What follows belongs to an exercise in optimizing a design on an open flow for a short achievable clock period and few clock cycles; a production flow would make more cautious choices. Function was checked by simulation only, so behaviour that the tests miss may differ from the original. Power is estimated from default activity; no workload was simulated.

==> flow/design.v (excerpt) <==
module weevil_core (
    input  wire        clk,
    input  wire        rst,
    input  wire [1:0]  core_id,
    output reg         mem_req,
    output reg         mem_we,
    output reg  [31:0] mem_addr,
    output reg  [3:0]  mem_be,
    output reg  [31:0] mem_wdata,
    input  wire        mem_ready,
    input  wire [31:0] mem_rdata,
    output reg         halted,
    output reg         fault
);
    localparam [3:0] XS_RUN = 4'd0, XS_MEM = 4'd1, XS_AMOR = 4'd2, XS_AMOC = 4'd3,
                     XS_AMOW = 4'd4, XS_MUL1 = 4'd5, XS_MUL2 = 4'd6, XS_DV1 = 4'd7,
                     XS_DV2 = 4'd8, XS_DVF = 4'd9, XS_STOP = 4'd10;
    localparam [7:0] C_ILLEGAL = 8'd1, C_MISALIGNED = 8'd2, C_TRAP = 8'd7, C_BREAK = 8'd8;
    reg [3:0]  xs;
    reg        cur_fetch;       
    reg [31:2] fpc;             
    reg [31:0] ir;
    reg        ir_v;
    reg [31:2] ir_pc;
    reg [3:0]  ra_idx, rb_idx, rc_idx;
    reg [31:0] rf [1:15];
    reg        st_ie, st_mode, st_exl, st_pie, st_pmode;
    reg        fl_v, fl_c, fl_z, fl_n;
    reg [31:0] cr_epc, cr_ecause, cr_eaddr, cr_vbase, cr_irq_mask, cr_scratch;
    wire [31:0] status = {fl_n, fl_z, fl_c, fl_v, 23'd0, st_pmode, st_pie, st_exl, st_mode, st_ie};
    wire [31:0] pc = {ir_pc, 2'b00};
    wire [1:0] fmt = ir[31:30];
    wire [5:0] r_fn    = ir[29:24];
    wire [3:0] r_rd    = ir[23:20];
    wire [3:0] r_rb    = ir[15:12];
    wire       r_s     = ir[11];
    wire [4:0] r_shamt = ir[10:6];
    wire [3:0]  i_fn  = ir[29:26];
    wire [3:0]  i_rd  = ir[25:22];
    wire [3:0]  i_ra  = ir[21:18];
    wire        i_s   = ir[17];
    wire [15:0] i_imm = ir[15:0];
    wire [2:0]  m_op    = ir[29:27];
    wire [1:0]  m_mode  = ir[26:25];
    wire [3:0]  m_rt    = ir[24:21];
    wire [3:0]  m_rb    = ir[20:17];
    wire [1:0]  m_scale = ir[12:11];
    wire [11:0] m_disp  = ir[11:0];
    wire [3:0] b_fn  = ir[29:26];
    wire [3:0] b_f1  = ir[25:22];
    wire [3:0] b_f2  = ir[21:18];
    wire [1:0] b_aop = ir[13:12];
    function [11:0] reg_idx(input [31:0] w);
        case (w[31:30])
            2'b00:   reg_idx = {w[19:16], w[15:12], 4'd0};
            2'b01:   reg_idx = {w[21:18], 4'd0, 4'd0};
  ...
For scale: ~15000 cells after synthesis, about 110 I/O pins.
export LEC_CHECK = 0
export CAP_MARGIN = 30
export CELL_PAD_IN_SITES_DETAIL_PLACEMENT = 1
export CORE_MARGIN = 2
export CORE_UTILIZATION = 22
export PLACE_DENSITY = 0.35
export SLEW_MARGIN = 30
create_clock -name core_clock -period 20.0 [get_ports {clk}]
run.sh (not shown) runs the stock make flow with config.mk's settings and CLKGATE_MAP_FILE= SYNTH_SCRIPT=/design/flow/synth_recipe.tcl, a recipe that flattens the netlist after the stock synthesis.
Testbench counts at the start, summed over its fixed seeds: cycles 165,799.
Then changed:
--- a/flow/config.mk
+++ b/flow/config.mk
@@ -7,0 +8 @@
+export ABC_CLOCK_PERIOD_IN_PS = 5000
@@ -13 +14,2 @@
-export SLEW_MARGIN = 30
+export SETUP_SLACK_MARGIN = 5
+export SLEW_MARGIN = 60
Outcome:
- global-route usage barely changes
- setup slack gets better by 1.4 ns
- cell count came out higher slightly
- utilization came out higher by 0.84 points
- clock skew came out higher by 0.0057 ns
- die area stays the same
- synthesized cell count does not change

* * *

Setup of main:
Another version of the RTL of weevil_core (not shown whole).
For scale: about 25000 cells after synthesis, ~5000 flip-flops, ~110 I/O pins, about 280000 sq um of cells after synthesis.
Settings: LEC_CHECK=0, ABC_CLOCK_PERIOD_IN_PS=5000, CAP_MARGIN=30, CELL_PAD_IN_SITES_DETAIL_PLACEMENT=1, CORE_MARGIN=2, CORE_UTILIZATION=22, PLACE_DENSITY=0.35, SLEW_MARGIN=60; clock period 20.0 ns.
standard.sh (not shown) runs the stock make flow with config.mk's settings and CLKGATE_MAP_FILE= SYNTH_SCRIPT=/design/flow/synth_recipe.tcl, a recipe that flattens the netlist after the stock synthesis.
==> flow/flow/run.sh <==
#!/bin/bash
# Standard ORFS layout (the standard.sh, standard synthesis unchanged), with
# repair_timing asked for extra setup margin so that the resizer keeps
# optimising paths well below the 20 ns constraint. Clock, I/O delays and loads
# are the design's constraint.sdc as given.
set -euo pipefail
MARGIN=$(cat flow/margin.txt)
sed "s/\"\${@:-finish}\"/SETUP_SLACK_MARGIN=${MARGIN} \"\${@:-finish}\"/" standard.sh > tuned_standard.sh
grep -q "SETUP_SLACK_MARGIN=${MARGIN}" tuned_standard.sh
bash tuned_standard.sh finish > orfs_make.log 2>&1
==> flow/flow/margin.txt <==
14
main reached the end of the flow, and the finished layout is clean on the timing, DRC and antenna checks.
Testbench counts of main, summed over its fixed seeds: cycles 124,118.
Input-level comparison between the feature branch and main:
==> flow/flow/margin.txt <==
15
Results
The feature branch did not stop at any stage, and its layout met the timing, DRC and antenna checks.
Summary of the feature branch over main: final net count +1554; internal power increased by about 14% relative to the old numbers.
main -> the feature branch: final sequential cell count delta 0, exact match
Startpoint of the most critical setup path: mem_wdata[3]$_DFFE_PP_ -> the feature branch, rst -> main
Compare main and the feature branch | initial antenna violation count lower: main
Count of mapped cells out of synthesis came out exactly the same in main and the feature branch.
The feature branch vs main: sequential cell fraction of total power down in the feature branch
Relative to main, the clock-buffer cell count measured on the feature branch has decreased by a few percent.
[compare] base=main new=the feature branch: design area went up by about 11%, detailed-route wire length went up, fraction of registers with async set or reset after synthesis has remained practically unchanged, placed standard-cell area shows an increase of about 0.5%.

-- static timing again, ports no longer ideal --
No port has a modelled driver above. Below, the same layouts with a new extraction and two added sets of constraints. Step 1, drivers: a clkbuf_16 drives clk and a buf_2 each remaining input, both assumed. Step 2 moves the port delays by t, midway between the first and last clock arrival at a register: inputs arrive t later, outputs are due t later. That takes back most of the time a late clock gives input paths. Three values: ideal, step 1, step 2; two values: the first two.
run	t (ns)	setup slack, ns	worst hold slack (ns)
the first run of note 1	1.055	9.159 / 9.159 / 9.159	0.399 / 0.399 / 0.399
the second run of note 1	1.048	10.558 / 10.558 / 10.558	0.427 / 0.427 / 0.427
main	1.283	13.833 / 13.796 / 12.595	0.417 / 0.417 / 0.417
the feature branch	1.319	13.967 / 13.804 / 12.996	0.390 / 0.390 / 0.390
After both steps every run listed still meets setup and hold. For main, which loses most, drivers alone change the setup slack by -0.037 ns; drivers and shift together by -1.238 ns.
